What follows belongs to an exercise in optimizing a design on an open flow for small area and a short achievable clock period; a production flow would make more cautious choices.
No functional check of the RTL was part of any run shown here.
Power is estimated from default activity; no workload was simulated.

$ cat flow/run.sh
#!/bin/bash
# synth_recipe.tcl (not shown) runs the flow's synth.tcl, then flattens the netlist and writes it again
# the make line also repeats each setting of config.mk as NAME=value (left out here)
make -C /OpenROAD-flow-scripts/flow DESIGN_CONFIG=/design/flow/config.mk WORK_HOME=/design/flow/orfs CLKGATE_MAP_FILE= SYNTH_SCRIPT=/design/flow/synth_recipe.tcl finish
$ cat flow/config.mk
export PLATFORM = sky130hd
export DESIGN_NAME = rerok_rx
export DESIGN_NICKNAME = rerok_rx
export VERILOG_FILES = /design/flow/design.v
export SDC_FILE = /design/flow/constraint.sdc
export NUM_CORES = 4
export LEC_CHECK = 0
export CAP_MARGIN = 20
export CORE_MARGIN = 2
export CORE_UTILIZATION = 40
export SLEW_MARGIN = 20
$ cat flow/constraint.sdc
create_clock -name core_clock -period 10.0 [get_ports {clk}]
set_input_delay 2.0000 -clock core_clock [delete_from_list [all_inputs] [get_ports {clk}]]
set_output_delay 2.0000 -clock core_clock [all_outputs]
set_load 0.01 [all_outputs]
$ cat flow/design.v
module rerok_rx (
    input  wire        clk,
    input  wire        rst,           
    input  wire        from_board,    
    input  wire        sym_valid,
    input  wire [9:0]  sym,
    output reg         word_valid,
    output wire [5:0]  word_index,
    output wire [31:0] word_data,
    output reg         frame_done,
    output reg  [2:0]  frame_reason,
    output wire [7:0]  frame_type,
    output wire [15:0] frame_seq,
    output wire [7:0]  frame_len
);
    localparam [2:0] R_OK    = 3'd0;
    localparam [2:0] R_CODE  = 3'd1;
    localparam [2:0] R_TYPE  = 3'd2;
    localparam [2:0] R_LEN   = 3'd3;
    localparam [2:0] R_CRC   = 3'd4;
    localparam [2:0] R_FIELD = 3'd5;
    localparam [2:0] S_HUNT  = 3'b000;    
    localparam [2:0] S_COMMA = 3'b001;    
    localparam [2:0] S_HDR   = 3'b100;    
    localparam [2:0] S_PAY   = 3'b101;
    localparam [2:0] S_CRC   = 3'b110;
    localparam [31:0] CRC_RESIDUE = 32'hDEBB20E3;
    function [31:0] crc_byte;
        input [31:0] crc;
        input [7:0]  d;
        integer      k;
        reg   [31:0] c;
        begin
            c = crc;
            for (k = 0; k < 8; k = k + 1) begin
                if (c[0] ^ d[k])
                    c = (c >> 1) ^ 32'hEDB88320;
                else
                    c = c >> 1;
            end
            crc_byte = c;
        end
    endfunction
    reg       in_valid;
    reg [9:0] in_sym;
    always @(posedge clk) begin
        in_valid <= sym_valid & ~rst;
        in_sym   <= sym;
    end
    reg        rd;             
    wire [5:0] c6 = in_sym[9:4];
    wire [3:0] c4 = in_sym[3:0];
    reg [4:0] dx;
    reg       ok6n, ok6p;
    always @(*) begin
        ok6n = 1'b1;
        ok6p = 1'b1;
        case (c6)
            6'b100111: begin dx = 5'd0;  ok6p = 1'b0; end
            6'b011000: begin dx = 5'd0;  ok6n = 1'b0; end
            6'b011101: begin dx = 5'd1;  ok6p = 1'b0; end
            6'b100010: begin dx = 5'd1;  ok6n = 1'b0; end
            6'b101101: begin dx = 5'd2;  ok6p = 1'b0; end
            6'b010010: begin dx = 5'd2;  ok6n = 1'b0; end
            6'b110001:       dx = 5'd3;
            6'b110101: begin dx = 5'd4;  ok6p = 1'b0; end
            6'b001010: begin dx = 5'd4;  ok6n = 1'b0; end
            6'b101001:       dx = 5'd5;
            6'b011001:       dx = 5'd6;
            6'b111000: begin dx = 5'd7;  ok6p = 1'b0; end
            6'b000111: begin dx = 5'd7;  ok6n = 1'b0; end
            6'b111001: begin dx = 5'd8;  ok6p = 1'b0; end
            6'b000110: begin dx = 5'd8;  ok6n = 1'b0; end
            6'b100101:       dx = 5'd9;
            6'b010101:       dx = 5'd10;
            6'b110100:       dx = 5'd11;
            6'b001101:       dx = 5'd12;
            6'b101100:       dx = 5'd13;
            6'b011100:       dx = 5'd14;
            6'b010111: begin dx = 5'd15; ok6p = 1'b0; end
            6'b101000: begin dx = 5'd15; ok6n = 1'b0; end
            6'b011011: begin dx = 5'd16; ok6p = 1'b0; end
            6'b100100: begin dx = 5'd16; ok6n = 1'b0; end
            6'b100011:       dx = 5'd17;
            6'b010011:       dx = 5'd18;
            6'b110010:       dx = 5'd19;
            6'b001011:       dx = 5'd20;
            6'b101010:       dx = 5'd21;
            6'b011010:       dx = 5'd22;
            6'b111010: begin dx = 5'd23; ok6p = 1'b0; end
            6'b000101: begin dx = 5'd23; ok6n = 1'b0; end
            6'b110011: begin dx = 5'd24; ok6p = 1'b0; end
            6'b001100: begin dx = 5'd24; ok6n = 1'b0; end
            6'b100110:       dx = 5'd25;
            6'b010110:       dx = 5'd26;
            6'b110110: begin dx = 5'd27; ok6p = 1'b0; end
            6'b001001: begin dx = 5'd27; ok6n = 1'b0; end
            6'b001110:       dx = 5'd28;
            6'b101110: begin dx = 5'd29; ok6p = 1'b0; end
            6'b010001: begin dx = 5'd29; ok6n = 1'b0; end
            6'b011110: begin dx = 5'd30; ok6p = 1'b0; end
            6'b100001: begin dx = 5'd30; ok6n = 1'b0; end
            6'b101011: begin dx = 5'd31; ok6p = 1'b0; end
            6'b010100: begin dx = 5'd31; ok6n = 1'b0; end
            default:   begin dx = c6[4:0]; ok6n = 1'b0; ok6p = 1'b0; end
        endcase
    end
    wire alt_n = (c6 == 6'b100011) || (c6 == 6'b010011) || (c6 == 6'b001011);
    wire alt_p = (c6 == 6'b110100) || (c6 == 6'b101100) || (c6 == 6'b011100);
    reg [2:0] dy;
    reg       ok4n, ok4p;
    always @(*) begin
        ok4n = 1'b1;
        ok4p = 1'b1;
        case (c4)
            4'b1011: begin dy = 3'd0; ok4p = 1'b0; end
            4'b0100: begin dy = 3'd0; ok4n = 1'b0; end
            4'b1001:       dy = 3'd1;
            4'b0101:       dy = 3'd2;
            4'b1100: begin dy = 3'd3; ok4p = 1'b0; end
            4'b0011: begin dy = 3'd3; ok4n = 1'b0; end
            4'b1101: begin dy = 3'd4; ok4p = 1'b0; end
            4'b0010: begin dy = 3'd4; ok4n = 1'b0; end
            4'b1010:       dy = 3'd5;
            4'b0110:       dy = 3'd6;
            4'b1110: begin dy = 3'd7; ok4p = 1'b0; ok4n = ~alt_n; end
            4'b0111: begin dy = 3'd7; ok4p = 1'b0; ok4n =  alt_n; end
            4'b0001: begin dy = 3'd7; ok4n = 1'b0; ok4p = ~alt_p; end
            4'b1000: begin dy = 3'd7; ok4n = 1'b0; ok4p =  alt_p; end
            default: begin dy = c4[2:0]; ok4n = 1'b0; ok4p = 1'b0; end
        endcase
    end
    wire [7:0] dbyte = {dy, dx};
    wire [2:0] n6 = {2'b00, c6[0]} + {2'b00, c6[1]} + {2'b00, c6[2]} +
                    {2'b00, c6[3]} + {2'b00, c6[4]} + {2'b00, c6[5]};
    wire [2:0] n4 = {2'b00, c4[0]} + {2'b00, c4[1]} + {2'b00, c4[2]} + {2'b00, c4[3]};
    wire rd_mid  = (n6 > 3'd3) ? 1'b1 : (n6 < 3'd3) ? 1'b0 :
                   (c6 == 6'b000111) ? 1'b1 : (c6 == 6'b111000) ? 1'b0 : rd;
    wire rd_next = (n4 > 3'd2) ? 1'b1 : (n4 < 3'd2) ? 1'b0 :
                   (c4 == 4'b0011) ? 1'b1 : (c4 == 4'b1100) ? 1'b0 : rd_mid;
    wire unbal6   = (n6 != 3'd3);
    wire data_n   = ok6n & (unbal6 ? ok4p : ok4n);
    wire data_p   = ok6p & (unbal6 ? ok4n : ok4p);
    wire is_data  = rd ? data_p : data_n;
    wire is_comma = rd ? (in_sym == 10'b1100000101) : (in_sym == 10'b0011111010);
    always @(posedge clk) begin
        if (rst)
            rd <= 1'b0;
        else if (in_valid)
            rd <= rd_next;
    end
    reg  [2:0]  state;
    reg  [7:0]  f_type;
    reg  [15:0] f_seq;
    reg  [7:0]  f_len;
    reg  [1:0]  bc;            
    reg  [5:0]  wi;            
    reg  [31:0] crc;
    reg  [31:0] wsr;           
    reg         field_bad;
    assign word_index = wi;
    assign word_data  = wsr;
    assign frame_type = f_type;
    assign frame_seq  = f_seq;
    assign frame_len  = f_len;
    reg type_ok;
    always @(*) begin
        case (f_type)
            8'h03, 8'h06, 8'h09: type_ok = 1'b1;
            8'h04, 8'h05:        type_ok = from_board;
            8'h01, 8'h02, 8'h07, 8'h08: type_ok = ~from_board;
            default:             type_ok = 1'b0;
        endcase
    end
    reg len_ok;
    always @(*) begin
        case (f_type[3:0])
            4'h1:    len_ok = (dbyte == 8'd7);
            4'h2:    len_ok = (dbyte >= 8'd3) && (dbyte <= 8'd33) && dbyte[0];
            4'h3:    len_ok = (dbyte == 8'd2);
            4'h4:    len_ok = (dbyte == 8'd2);
            4'h5:    len_ok = (dbyte >= 8'd3) && (dbyte <= 8'd35);
            4'h6:    len_ok = (dbyte == 8'd3) || (dbyte == 8'd4);
            4'h7:    len_ok = (dbyte == 8'd3);
            4'h8:    len_ok = (dbyte == 8'd4);
            default: len_ok = (dbyte >= 8'd3) && (dbyte <= 8'd19);
        endcase
    end
    wire [5:0] nrep     = wsr[29:24];
    wire [7:0] mgt_stat = wsr[31:24];
    wire [1:0] mgt_op   = wsr[17:16];
    wire [3:0] mgt_cnt  = wsr[23:20];
    wire [5:0] len6     = f_len[5:0];
    reg field_ok;
    always @(*) begin
        field_ok = 1'b1;
        if (from_board) begin
            if (f_type == 8'h05)
                field_ok = (len6 == nrep + 6'd3);
            else if (f_type == 8'h06)
                field_ok = (len6 == 6'd4);
            else if (f_type == 8'h09) begin
                if (mgt_stat != 8'd0 || mgt_op == 2'd1)
                    field_ok = (len6 == 6'd3);
                else if (mgt_op == 2'd0)
                    field_ok = (len6 == {2'b00, mgt_cnt} + 6'd4);
            end
        end else begin
            if (f_type == 8'h06)
                field_ok = (len6 == 6'd3);
            else if (f_type == 8'h09) begin
                if (mgt_op == 2'd1)
                    field_ok = (len6 == {2'b00, mgt_cnt} + 6'd4);
                else if (mgt_op == 2'd0)
                    field_ok = (len6 == 6'd3);
            end
        end
    end
    wire        in_frame  = state[2];
    wire [31:0] crc_nx    = crc_byte(crc, dbyte);
    wire        last_word = (wi + 6'd1 == len6);
    reg         crc_end;       
    always @(posedge clk) begin
        if (in_valid) begin
            crc <= is_comma ? 32'hFFFFFFFF : crc_nx;
            bc  <= is_comma ? 2'd0 : bc + 2'd1;
            if (is_comma)
                wi <= 6'd62;
            else if (bc == 2'd0)
                wi <= wi + 6'd1;
            wsr <= {dbyte, wsr[31:8]};
            if (state == S_COMMA)
                f_type <= dbyte;
            if (state == S_HDR && bc == 2'd1)
                f_seq[7:0] <= dbyte;
            if (state == S_HDR && bc == 2'd2)
                f_seq[15:8] <= dbyte;
            if (state == S_HDR && bc == 2'd3)
                f_len <= dbyte;
            if (state == S_PAY && wi == 6'd1 && bc == 2'd3)
                field_bad <= ~field_ok;
        end
    end
    always @(posedge clk) begin
        if (rst) begin
            state        <= S_HUNT;
            word_valid   <= 1'b0;
            frame_done   <= 1'b0;
            frame_reason <= R_OK;
            crc_end      <= 1'b0;
        end else begin
            word_valid <= 1'b0;
            frame_done <= 1'b0;
            crc_end    <= 1'b0;
            if (crc_end) begin
                frame_done   <= 1'b1;
                frame_reason <= (crc != CRC_RESIDUE) ? R_CRC :
                                field_bad ? R_FIELD : R_OK;
            end
            if (in_valid) begin
                if (is_comma) begin
                    state <= S_COMMA;
                    if (in_frame) begin
                        frame_done   <= 1'b1;
                        frame_reason <= R_CODE;
                    end
                end else if (!is_data) begin
                    state <= S_HUNT;
                    if (in_frame) begin
                        frame_done   <= 1'b1;
                        frame_reason <= R_CODE;
                    end
                end else begin
                    case (state)
                        S_COMMA:
                            state <= (dbyte == 8'hC5 || dbyte == 8'h50) ? S_HUNT : S_HDR;
                        S_HDR:
                            if (bc == 2'd3) begin
                                if (!type_ok || !len_ok) begin
                                    frame_done   <= 1'b1;
                                    frame_reason <= !type_ok ? R_TYPE : R_LEN;
                                    state        <= S_HUNT;
                                end else
                                    state <= S_PAY;
                            end
                        S_PAY: begin
                            if (bc == 2'd3) begin
                                word_valid <= 1'b1;
                                if (last_word)
                                    state <= S_CRC;
                            end
                        end
                        S_CRC:
                            if (bc == 2'd3) begin
                                crc_end <= 1'b1;
                                state   <= S_HUNT;
                            end
                        default: ;
                    endcase
                end
            end
        end
    end
endmodule
==> results.yml, run 1 <==
run_status:
  outcome: "no timing/DRC/antenna violations"
power_and_ir_drop:
  clkPwrFrac: 0.262
  seq_power_share: 0.340
  power_density_mw_per_mm2: 259
  netSwitchingPower_uw: 843
  pwr-share-comb: 0.398
  p_leak_uw: 0.00340
  power.internal_uw: 1610
  p_sw_frac: 0.343
  peakVddDrop_mv: 0.214
clocking:
  root_buffer: "clkbuf_16"
  insertion_delay_ns: 0.42
  cts.sinks: 126
  cts_setup_buffers: 0
  clockBufferDepth: 2
  clkTransAtPathRegs_ns: 0.06
  cts-resized-gates: 0
  cts_hold_buf: 0
  cts_tree: "done"
  cts_max_level: 4
  cts_buffers: 17
setup_path:
  cp-endpoint: "state[0]$_SDFFE_PP0P_"
  start_kind: "flop"
  r2r_slack_ns: 5.27
  end_kind: "flop"
  crit_type: "reg2reg"
  reg2reg_from: "in_sym[7]$_DFF_P_"
  rr_endpoint: "state[0]$_SDFFE_PP0P_"
  required_ns: 10.28
  crit_fanout: 52
  arrival_ns: 5.02
  setup.worst_path.start: "in_sym[7]$_DFF_P_"
  r2r_cells: 15
timing:
  worstMarginPinSlew_ns: 0.890
  fin_skew_ns: 0.0138
  rsz0062_at_grt: "false"
  min_period_over_period: 0.473
  finalMaxSlewViolations: 0
  tns_ns: 0
  min_period_ns: 4.73
  max-slew-margin-rel: 0.403
  finalHoldViolations: 0
  finalSetupViolCount: 0
  fmax_mhz: 211
cells_and_area:
  antenna_cells: 0
  drive_above_1_share: 0.0788
  fin_area_mm2: 0.00947
  num-fill-cells: 1768
  final_nets: 851
  area_growth_pct: 21.7
yosys:
  yosysWarnings: 1
  synth_cell_types: 84
  synth_area_leaders: "edfxtp_1 (41%), xnor2_1 (5.9%), dfxtp_1 (5.4%)"
  ys.flop_type: "edfxtp_1"
  seq_area_frac_synth: 0.459
  synth_edf_count: 105
  yosysMostFrequentCell: "edfxtp_1"
  yosysTopAreaCellShare: 0.405
  synth_cells: 740
  async_flop_share: 0
  syn_area_mm2: 0.00778
  synth_nets: 779
  synth_top_cell_by_area: "edfxtp_1"
  yosys-top-cells-count: "edfxtp_1 (105), nand2_1 (68), xnor2_1 (52)"
  syn_area_per_cell_um2: 10.5
  ys_ff_latch: 126
floorplan:
  design.die.area_mm2: 0.0206
  design.portCount: 89
  die_y_um: 143
  die_x_um: 143
  core-area_mm2: 0.0193
  initial_core_util: 0.404
  rows: 51
grt:
  antenna_found_initial: 0
  grt_max_degree: 67
  grtUsageTotal: 0.200
  first_global_vias: 5778
  grt_pass1_wl_um: 31900
  gr-total-overflow: 0
route:
  wl_per_cell_um: 18.5
  wl_um: 20100
  drtIter0Drc: 454
  via_per_inst: 5.51
  ant_nets: 0
  first_pass_iters: 5
  via_count: 6011
  drc: 0
place:
  gp_routability_congestion: 0.901
  io_buffers: 88
  hpwl_um: 14400
  post_dp_cell_area_mm2: 0.00886
flow_run:
  drv_cap: 0
hold_path:
  hold_path_class: "reg2reg"
## power groups by stage
| stage | sequential [uW] | combinational, uW | clock, uW |
|---|---|---|---|
| detailed placement | 846 | 976 | 0 |
| CTS | 835 | 988 | 654 |
| global route | 843 | 1100 | 680 |
| global placement | 842 | 964 | 0 |
| finish | 835 | 976 | 644 |
| floorplan | 829 | 795 | 0 |
## cell families after synthesis
| kind of cell | share of synthesized area |
|---|---|
| flops | 0.459 |
| fa+ha+maj | 0.0441 |
| buf+inv | 0.0426 |
| mux | 0.0183 |
| simple gates | 0.181 |
| xor+xnor | 0.122 |
| compound gates | 0.132 |
## critical path, cell delays in order (launching register included)
cell	delay, ns
dfxtp_1	0.31
buf_4	0.43
fa_1	0.51
inv_1	0.08
fa_1	0.41
inv_1	0.07
ha_1	0.13
inv_1	0.05
fa_1	0.41
nand3b_1	0.33
mux2i_1	0.21
o32ai_1	0.61
nand2_1	0.31
o21ai_0	0.48
or3_1	0.19
o22ai_1	0.06
## registers in the layout, summed over array words and instances, names as in the netlist, 6 cells and up
name    cells
wsr        32
f_type      8
f_len       8
crc        32
in_sym     10
f_seq      16
wi          6
## area by class of cell
class / instances / area [um2] / area share
clock buffers: 18 / 429 / 0.0453
clock inverters: 14 / 183 / 0.0193
inverters: 34 / 128 / 0.0135
multi-input cells: 536 / 3880 / 0.409
flip-flops and latches: 126 / 3580 / 0.378
well taps: 265 / 332 / 0.0350
repair buffers: 97 / 948 / 0.100
## how the worst min path moves through the flow
stage / startpoint / endpoint / slack [ns] / cells past startpoint
after floorplan: state[1]$_SDFFE_PP0P_ / state[1]$_SDFFE_PP0P_ / 0.49 / 2
after CTS: wsr[11]$_DFFE_PP_ / wsr[3]$_DFFE_PP_ / 0.45 / 0
after global placement: wsr[18]$_DFFE_PP_ / wsr[10]$_DFFE_PP_ / 0.43 / 0
after detailed placement: wsr[11]$_DFFE_PP_ / wsr[3]$_DFFE_PP_ / 0.44 / 0
final: wsr[15]$_DFFE_PP_ / wsr[7]$_DFFE_PP_ / 0.45 / 0
after global routing: wsr[19]$_DFFE_PP_ / wsr[11]$_DFFE_PP_ / 0.46 / 0
## stage by stage
step                      setup slack, ns  instances  power (uW)  utilization  hold WS [ns]
after floorplan                      6.24        740        1620            -         0.490
after global placement               5.43       1058        1810        0.460         0.428
after detailed placement             5.34       1058        1820        0.460         0.435
after CTS                            5.35       1090        2480        0.492         0.450
after global routing                 4.99       1090        2620        0.492         0.456
final                                5.27       1090        2460        0.492         0.448
## layer usage
layer	global-route usage	share of wire	up-vias
li1	-	-	2864
met1	0.280	0.47	2930
met2	0.315	0.46	194
met3	0.0427	0.055	23
met4	0.0557	0.015	0
met5	0	0	-
## layout by cell type (no fill, tap or decap), types with 12 or more instances in the layout
master | synthesis | layout
clkbuf_16 | 0 | 17
xnor2_1 | 52 | 52
edfxtp_1 | 105 | 105
mux2i_1 | 12 | 12
nor4_1 | 12 | 12
ha_1 | 21 | 21
a21oi_1 | 29 | 29
nor3_1 | 14 | 14
nor2_1 | 44 | 44
nor2b_1 | 20 | 20
xor2_1 | 33 | 33
clkdlybuf4s50_1 | 0 | 88
inv_1 | 33 | 33
o21ai_0 | 23 | 23
dfxtp_1 | 21 | 20
nand2_1 | 68 | 68
nand3_1 | 17 | 17
nand3b_1 | 16 | 16
==> inputs of run 2 (changes only) <==
--- a/flow/config.mk
+++ b/flow/config.mk
@@ -8,4 +8,7 @@
 export CAP_MARGIN = 20
 export CORE_MARGIN = 2
 export CORE_UTILIZATION = 40
+export CTS_BUF_LIST = sky130_fd_sc_hd__clkbuf_4 sky130_fd_sc_hd__clkbuf_8
+export CTS_CLUSTER_DIAMETER = 100
+export CTS_CLUSTER_SIZE = 40
 export SLEW_MARGIN = 20
==> run 2 against run 1 <==
  * First-iteration DRC count down 2.6%
  * Via count about the same
  * Cell count unchanged
  * Area after synthesis unchanged
  * Non-clock buffer count unchanged
  * Critical endpoint is now frame_reason[0]$_SDFF_PP0_
==> results.yml, run 2 <==
power_and_ir_drop:
  seq_power_share: 0.363
  power.internal_uw: 1470
  power_density_mw_per_mm2: 247
  pwr-share-comb: 0.425
  p_sw_frac: 0.360
  clkPwrFrac: 0.212
  peakVddDrop_mv: 0.224
  netSwitchingPower_uw: 826
  p_leak_uw: 0.00331
floorplan:
  die_y_um: 143
  initial_core_util: 0.404
  die_x_um: 143
  rows: 51
  design.portCount: 89
  design.die.area_mm2: 0.0206
  core-area_mm2: 0.0193
place:
  io_buffers: 88
  dp_slack_ns: 5.34
  gp_routability_congestion: 0.901
  hpwl_um: 14400
yosys:
  synth_cell_types: 84
  synth_area_leaders: "edfxtp_1 (41%), xnor2_1 (5.9%), dfxtp_1 (5.4%)"
  synthXorXnorAreaFrac: 0.122
  synth_nets: 779
  synthAdderAreaFrac: 0.0441
  yosysMostFrequentCell: "edfxtp_1"
  muxShareOfSynthArea: 0.0183
  yosys-top-cells-count: "edfxtp_1 (105), nand2_1 (68), xnor2_1 (52)"
  seq_area_frac_synth: 0.459
  ys_ff_latch: 126
  async_flop_share: 0
  synth_cells: 740
  syn_area_mm2: 0.00778
  synth_compound_area_frac: 0.132
  yosysTopAreaCellShare: 0.405
  synth_simple_gate_area_share: 0.181
  synth_edf_count: 105
  yosysWarnings: 1
  synth_top_cell_by_area: "edfxtp_1"
  ys.flop_type: "edfxtp_1"
  synth_top_family_by_area: "simple AND/OR/NAND/NOR gates"
  syn_area_per_cell_um2: 10.5
timing:
  max-slew-margin-rel: 0.400
  finalMaxSlewViolations: 0
  worst_slack_ns: 5.29
  fin_skew_ns: 0.0132
  rsz0062_at_grt: "false"
  fmax_mhz: 212
  tns_ns: 0
  worstMarginPinSlew_ns: 0.894
  min_period_over_period: 0.471
  finalHoldViolations: 0
  min_period_ns: 4.71
  finalSetupViolCount: 0
setup_path:
  crit_fanout: 52
  r2r_cells: 15
  end_kind: "flop"
  arrival_ns: 5.05
  crit_type: "reg2reg"
  required_ns: 10.34
  r2r_slack_ns: 5.29
  start_kind: "flop"
clocking:
  cts_tree: "done"
  cts_max_level: 4
  cts_buffers: 17
  root_buffer: "clkbuf_8"
  insertion_delay_ns: 0.46
  clkTransAtPathRegs_ns: 0.08
  cts-resized-gates: 0
  cts_setup_buffers: 0
  clockBufferDepth: 2
  cts.sinks: 126
  cts_hold_buf: 0
route:
  wl_per_cell_um: 18.5
  via_count: 6009
  ant_nets: 0
  drtIter0Drc: 442
  first_pass_iters: 5
  wl_um: 20100
  via_per_inst: 5.51
  drc: 0
grt:
  gr-total-overflow: 0
  first_global_vias: 5802
  grt_max_degree: 67
  antenna_found_initial: 0
  grtUsageTotal: 0.200
  grt_pass1_wl_um: 31900
cells_and_area:
  final_cell_mix: "edfxtp_1 (105), clkdlybuf4s50_1 (88), nand2_1 (68)"
  drive_above_1_share: 0.0800
  antenna_cells: 0
  num-fill-cells: 1797
  reg_top3: "crc (32), wsr (32), f_seq (16)"
  area_growth_pct: 19.3
  final_nets: 851
  final_common_cell: "edfxtp_1"
run_status:
  outcome: "no timing/DRC/antenna violations"
hold_path:
  hold_path_class: "reg2reg"
  min_path_cells: 0
flow_run:
  drv_cap: 0
-- run 2: metal layers --
metal	GRT usage	vias up	wire length (um)
met5	0	-	0
met4	0.0593	0	303
met3	0.0413	21	1160
met2	0.314	204	9260
met1	0.279	2925	9390
li1	-	2859	-
-- run 2: final timing paths --
path,startpoint,endpoint
hold / removal,wsr[11]$_DFFE_PP_,wsr[3]$_DFFE_PP_
setup / recovery,in_sym[7]$_DFF_P_,frame_reason[0]$_SDFF_PP0_
hold reg to reg,wsr[11]$_DFFE_PP_,wsr[3]$_DFFE_PP_
setup reg to reg,in_sym[7]$_DFF_P_,frame_reason[0]$_SDFF_PP0_
-- run 2: worst max-delay path, cell delays in order, from the launching register on --
cell	delay, ns
dfxtp_1	0.31
buf_4	0.44
fa_1	0.51
inv_1	0.08
fa_1	0.41
inv_1	0.07
ha_1	0.13
inv_1	0.05
fa_1	0.41
nand3b_1	0.33
mux2i_1	0.21
o32ai_1	0.58
nand2_1	0.30
o41ai_1	0.39
a21oi_1	0.12
a31o_2	0.25
-- run 2: cell type report --
cell class                 count  area [um2]  share of cell area
tap                          265         332              0.0357
multi-input combinational    536        3880               0.418
sequential                   126        3580               0.385
inverter                      34         128              0.0137
clock inverter                14         183              0.0197
timing repair buffer          97         948               0.102
clock buffer                  18         241              0.0260
-- run 2: power groups by stage --
stage	sequential (uW)	combinational [uW]	clock [uW]
final	834	976	486
after global routing	842	1090	517
after CTS	834	988	492
after detailed placement	846	976	0
after global placement	842	964	0
after floorplan	829	795	0
-- run 2: through the flow --
stage	total power, uW	hold WS [ns]	util	std cells	instance area (um2)
5_1_grt	2450	0.462	0.482	1090	9290
4_1_cts	2310	0.455	0.482	1090	9290
6_report	2300	0.455	0.482	1090	9290
3_3_place_gp	1810	0.428	0.460	1058	8860
2_1_floorplan	1620	0.490	-	740	7780
3_5_place_dp	1820	0.435	0.460	1058	8860
-- run 2: logic make-up after synthesis --
logic type / Yosys count
AND/OR/NAND/NOR: 260
XOR/XNOR: 96
buffers and inverters: 78
adder cells (fa/ha/maj): 25
multiplexers: 14
flip-flops: 126
AO/OA/AOI/OAI: 141
==> inputs of run 3 (changes only) <==
--- a/flow/design.v
+++ b/flow/design.v
@@ -19,11 +19,11 @@
     localparam [2:0] R_LEN   = 3'd3;
     localparam [2:0] R_CRC   = 3'd4;
     localparam [2:0] R_FIELD = 3'd5;
-    localparam [2:0] S_HUNT  = 3'b000;    
-    localparam [2:0] S_COMMA = 3'b001;    
-    localparam [2:0] S_HDR   = 3'b100;    
-    localparam [2:0] S_PAY   = 3'b101;
-    localparam [2:0] S_CRC   = 3'b110;
+    localparam [2:0] S_HUNT  = 3'd0;    
+    localparam [2:0] S_COMMA = 3'd1;    
+    localparam [2:0] S_HDR   = 3'd2;    
+    localparam [2:0] S_PAY   = 3'd3;
+    localparam [2:0] S_CRC   = 3'd4;
     localparam [31:0] CRC_RESIDUE = 32'hDEBB20E3;
     function [31:0] crc_byte;
         input [31:0] crc;
@@ -102,7 +102,7 @@
             6'b100001: begin dx = 5'd30; ok6n = 1'b0; end
             6'b101011: begin dx = 5'd31; ok6p = 1'b0; end
             6'b010100: begin dx = 5'd31; ok6n = 1'b0; end
-            default:   begin dx = c6[4:0]; ok6n = 1'b0; ok6p = 1'b0; end
+            default:   begin dx = 5'd0;  ok6n = 1'b0; ok6p = 1'b0; end
         endcase
     end
     wire alt_n = (c6 == 6'b100011) || (c6 == 6'b010011) || (c6 == 6'b001011);
@@ -127,7 +127,7 @@
             4'b0111: begin dy = 3'd7; ok4p = 1'b0; ok4n =  alt_n; end
             4'b0001: begin dy = 3'd7; ok4n = 1'b0; ok4p = ~alt_p; end
             4'b1000: begin dy = 3'd7; ok4n = 1'b0; ok4p =  alt_p; end
-            default: begin dy = c4[2:0]; ok4n = 1'b0; ok4p = 1'b0; end
+            default: begin dy = 3'd0; ok4n = 1'b0; ok4p = 1'b0; end
         endcase
     end
     wire [7:0] dbyte = {dy, dx};
@@ -138,10 +138,7 @@
                    (c6 == 6'b000111) ? 1'b1 : (c6 == 6'b111000) ? 1'b0 : rd;
     wire rd_next = (n4 > 3'd2) ? 1'b1 : (n4 < 3'd2) ? 1'b0 :
                    (c4 == 4'b0011) ? 1'b1 : (c4 == 4'b1100) ? 1'b0 : rd_mid;
-    wire unbal6   = (n6 != 3'd3);
-    wire data_n   = ok6n & (unbal6 ? ok4p : ok4n);
-    wire data_p   = ok6p & (unbal6 ? ok4n : ok4p);
-    wire is_data  = rd ? data_p : data_n;
+    wire is_data  = (rd ? ok6p : ok6n) & (rd_mid ? ok4p : ok4n);
     wire is_comma = rd ? (in_sym == 10'b1100000101) : (in_sym == 10'b0011111010);
     always @(posedge clk) begin
         if (rst)
@@ -186,10 +183,10 @@
             default: len_ok = (dbyte >= 8'd3) && (dbyte <= 8'd19);
         endcase
     end
-    wire [5:0] nrep     = wsr[29:24];
-    wire [7:0] mgt_stat = wsr[31:24];
-    wire [1:0] mgt_op   = wsr[17:16];
-    wire [3:0] mgt_cnt  = wsr[23:20];
+    wire [5:0] nrep     = dbyte[5:0];
+    wire [7:0] mgt_stat = dbyte;
+    wire [1:0] mgt_op   = wsr[25:24];
+    wire [3:0] mgt_cnt  = wsr[31:28];
     wire [5:0] len6     = f_len[5:0];
     reg field_ok;
     always @(*) begin
@@ -216,10 +213,9 @@
             end
         end
     end
-    wire        in_frame  = state[2];
-    wire [31:0] crc_nx    = crc_byte(crc, dbyte);
+    wire        in_frame = (state == S_HDR) || (state == S_PAY) || (state == S_CRC);
+    wire [31:0] crc_nx   = crc_byte(crc, dbyte);
     wire        last_word = (wi + 6'd1 == len6);
-    reg         crc_end;       
     always @(posedge clk) begin
         if (in_valid) begin
             crc <= is_comma ? 32'hFFFFFFFF : crc_nx;
@@ -237,7 +233,7 @@
                 f_seq[15:8] <= dbyte;
             if (state == S_HDR && bc == 2'd3)
                 f_len <= dbyte;
-            if (state == S_PAY && wi == 6'd1 && bc == 2'd3)
+            if (state == S_PAY && wi == 6'd1 && bc == 2'd2)
                 field_bad <= ~field_ok;
         end
     end
@@ -247,16 +243,9 @@
             word_valid   <= 1'b0;
             frame_done   <= 1'b0;
             frame_reason <= R_OK;
-            crc_end      <= 1'b0;
         end else begin
             word_valid <= 1'b0;
             frame_done <= 1'b0;
-            crc_end    <= 1'b0;
-            if (crc_end) begin
-                frame_done   <= 1'b1;
-                frame_reason <= (crc != CRC_RESIDUE) ? R_CRC :
-                                field_bad ? R_FIELD : R_OK;
-            end
             if (in_valid) begin
                 if (is_comma) begin
                     state <= S_COMMA;
@@ -292,8 +281,10 @@
                         end
                         S_CRC:
                             if (bc == 2'd3) begin
-                                crc_end <= 1'b1;
-                                state   <= S_HUNT;
+                                frame_done   <= 1'b1;
+                                frame_reason <= (crc_nx != CRC_RESIDUE) ? R_CRC :
+                                                field_bad ? R_FIELD : R_OK;
+                                state        <= S_HUNT;
                             end
                         default: ;
                     endcase
--- a/flow/config.mk
+++ b/flow/config.mk
@@ -8,7 +8,4 @@
 export CAP_MARGIN = 20
 export CORE_MARGIN = 2
 export CORE_UTILIZATION = 40
-export CTS_BUF_LIST = sky130_fd_sc_hd__clkbuf_4 sky130_fd_sc_hd__clkbuf_8
-export CTS_CLUSTER_DIAMETER = 100
-export CTS_CLUSTER_SIZE = 40
 export SLEW_MARGIN = 20
==> run 3 against run 2 <==
  * Hold slack worse by 0.0072 ns
  * Power grew 14%
  * Via count is 2.7% lower
  * Non-clock buffer count decreased by 2
  * Die area is 2.0% higher
  * Flip-flop and latch count rose by 6
  * Area after synthesis rose by 2.1%
  * Clock power increased by 26%
  * Cell area grew 4.2%
  * Core utilization grew 1.5 points
  * Setup slack gained 0.72 ns
  * Largest power group unchanged
  * Highest routed layer unchanged
==> results.yml, run 3 <==
run_status:
  outcome: "no timing/DRC/antenna violations"
place:
  gp_routability_congestion: 0.815
  hpwl_um: 13400
  io_buffers: 88
timing:
  max-slew-margin-rel: 0.320
  finalMaxSlewViolations: 0
  rsz0062_at_grt: "false"
  finalHoldViolations: 0
  worstMarginPinSlew_ns: 1.02
  min_period_over_period: 0.399
  tns_ns: 0
  fmax_mhz: 251
  fin_skew_ns: 0.0112
  min_period_ns: 3.99
  finalSetupViolCount: 0
cells_and_area:
  final_nets: 858
  antenna_cells: 0
  area_growth_pct: 21.8
  reg_top3: "crc (32), wsr (32), f_seq (16)"
  finish.utilization: 0.497
  drive_above_1_share: 0.0728
  final_common_cell: "edfxtp_1"
  final_cell_mix: "edfxtp_1 (105), clkdlybuf4s50_1 (87), nand2_1 (66)"
hold_path:
  hold_path_class: "reg2reg"
floorplan:
  core-area_mm2: 0.0195
  die_y_um: 145
  design.portCount: 89
  rows: 51
  die_x_um: 145
  design.die.area_mm2: 0.0210
  initial_core_util: 0.408
clocking:
  clkTransAtPathRegs_ns: 0.07
  cts_setup_buffers: 0
  clockBufferDepth: 2
  cts_hold_buf: 0
  cts_buffers: 17
  insertion_delay_ns: 0.43
  cts-resized-gates: 0
  cts_max_level: 4
  root_buffer: "clkbuf_16"
  cts.sinks: 132
  cts_tree: "done"
grt:
  grt_pass1_wl_um: 30900
  antenna_found_initial: 0
  grt_max_degree: 78
  gr-total-overflow: 0
  first_global_vias: 5698
  grtUsageTotal: 0.185
power_and_ir_drop:
  netSwitchingPower_uw: 958
  pwr-share-comb: 0.447
  clkPwrFrac: 0.234
  p_total_uw: 2610
  peakVddDrop_mv: 0.127
  p_sw_frac: 0.368
  power.internal_uw: 1650
  p_leak_uw: 0.00366
  power_density_mw_per_mm2: 269
  seq_power_share: 0.318
route:
  wl_met2_um: 9080
  wl_met1_um: 8430
  ant_nets: 0
  routed-wl-met3_um: 826
  via_count: 5846
  wl_per_cell_um: 17.2
  drc: 0
  wl_um: 18800
  via_per_inst: 5.37
  first_pass_iters: 5
  top_layer: "met4"
  drtIter0Drc: 498
yosys:
  syn_area_per_cell_um2: 10.9
  yosysMostFrequentCell: "edfxtp_1"
  yosysWarnings: 1
  synth_area_leaders: "edfxtp_1 (40%), dfxtp_1 (6.8%), xnor2_1 (5.7%)"
  synth_cell_types: 72
  ys.flop_type: "edfxtp_1"
  synth_cells: 731
  ys_ff_latch: 132
  yosysTopAreaCellShare: 0.397
  synth_edf_count: 105
  yosys-top-cells-count: "edfxtp_1 (105), nand2_1 (66), xnor2_1 (52)"
  async_flop_share: 0
  synth_nets: 778
  synth_top_cell_by_area: "edfxtp_1"
  syn_area_mm2: 0.00794
  seq_area_frac_synth: 0.465
setup_path:
  end_kind: "flop"
  r2r_slack_ns: 6.30
  rr_endpoint: "frame_reason[2]$_SDFFE_PP0P_"
  start_kind: "input port"
  arrival_ns: 4.27
  reg2reg_from: "in_sym[1]$_DFF_P_"
  crit_type: "in2reg"
  required_ns: 10.28
  setup.worst_path.start: "sym[6]"
  r2r_cells: 14
  crit_fanout: 26
  cp-endpoint: "dbyte[4]$_DFF_P_"
flow_run:
  drv_cap: 0
==> run 3: cell types whose count changed in the layout (fill, tap and decap cells not counted), moves of 6 or more <==
cell       change
clkbuf_16     +17
clkbuf_8      -17
nand3b_1      -16
a211oi_1       +9
o21ai_0        +9
xnor3_1        +9
ha_1           +8
nor2b_1        -8
xor3_1         +7
dfxtp_1        +6
==> run 3: logic make-up (layout without fill, tap and decap cells) <==
family / after synthesis / in the layout / share of synthesized area
XOR/XNOR: 101 / 101 / 0.148
AO/OA/AOI/OAI: 138 / 138 / 0.121
AND/OR/NAND/NOR: 240 / 240 / 0.156
multiplexers: 15 / 15 / 0.0194
adder cells (fa/ha/maj): 34 / 34 / 0.0570
buffers and inverters: 71 / 164 / 0.0343
flip-flops: 132 / 132 / 0.465
==> run 3: metal layers <==
layer,GRT usage,vias up
li1,-,2842
met1,0.247,2797
met2,0.298,174
met3,0.0352,33
met4,0.0733,0
met5,0,-
==> run 3: power by group through the flow <==
stage	clock (uW)	combinational [uW]	sequential, uW
final	611	1170	829
after global routing	649	1280	843
after CTS	624	1170	831
after detailed placement	0	1160	842
after global placement	0	1140	839
after floorplan	0	948	819
==> run 3: area by class of cell <==
cell class | instances | area (um2)
Tap cell | 265 | 332
Sequential cell | 132 | 3700
Inverter | 37 | 139
Multi-Input combinational cell | 528 | 3990
Clock inverter | 15 | 164
Clock buffer | 17 | 425
Fill cell | 1755 | 9790
Timing Repair Buffer | 95 | 928
==> run 3: worst min path at each step <==
stage,startpoint,end,slack [ns],cells past startpoint
after floorplan,dbyte[3]$_DFF_P_,f_len[3]$_DFFE_PP_,0.47,0
after global placement,wsr[16]$_DFFE_PP_,wsr[8]$_DFFE_PP_,0.43,0
after detailed placement,wsr[22]$_DFFE_PP_,wsr[14]$_DFFE_PP_,0.43,0
after CTS,wsr[22]$_DFFE_PP_,wsr[14]$_DFFE_PP_,0.45,0
after global routing,wsr[22]$_DFFE_PP_,wsr[14]$_DFFE_PP_,0.46,0
final,wsr[22]$_DFFE_PP_,wsr[14]$_DFFE_PP_,0.45,0
==> run 3: per-stage QoR <==
step	instance area, um2	hold WS (ns)	setup slack, ns	instances
after CTS	9670	0.448	6.01	1089
after global routing	9670	0.458	5.83	1089
after global placement	9080	0.432	5.60	1057
after detailed placement	9080	0.434	5.56	1057
final	9670	0.447	6.01	1089
after floorplan	7940	0.472	6.54	731
==> run 3: critical path, stage by stage <==
cell and delay (ns):
clkdlybuf4s50_1 1.03, inv_1 0.28, ha_1 0.38, nor3b_1 0.15
a31oi_1 0.16, o21ai_0 0.10, nand2_1 0.07, o21ai_0 0.09

-- afterwards: timing with drivers on the ports --
The flow's constraints put no driver on any port. The routed layouts listed below were extracted and timed again, unchanged, in two steps.
Step 1 sets driving cells, clkbuf_16 on the clock port and buf_2 on the other inputs (assumed; they add their load-dependent delay and slew).
Step 2 adds t to the input delays and takes it off the output delays; t is the mean of the earliest and latest rising clock arrival at the registers after step 1. Input paths then give back, and output paths get back, about the clock's delay inside the block.
Slacks: ideal ports / drivers / drivers and shift; pairs: ideal ports / drivers.
run	shift t [ns]	setup WS [ns]	hold slack, ns	latest minus earliest clock arrival (ns)	slew at the worst register clock pin (ns)
run 1	0.457	5.266 / 5.266 / 5.266	0.448 / 0.448 / 0.448	0.015 / 0.015	0.06 / 0.06
run 2	0.485	5.293 / 5.293 / 5.293	0.455 / 0.455 / 0.455	0.014 / 0.013	0.09 / 0.09
run 3	0.464	6.011 / 6.034 / 5.570	0.447 / 0.447 / 0.447	0.011 / 0.012	0.07 / 0.07
After both steps every run listed still meets setup and hold. For run 3, which loses most, drivers alone change the setup slack by +0.023 ns; drivers and shift together by -0.441 ns.
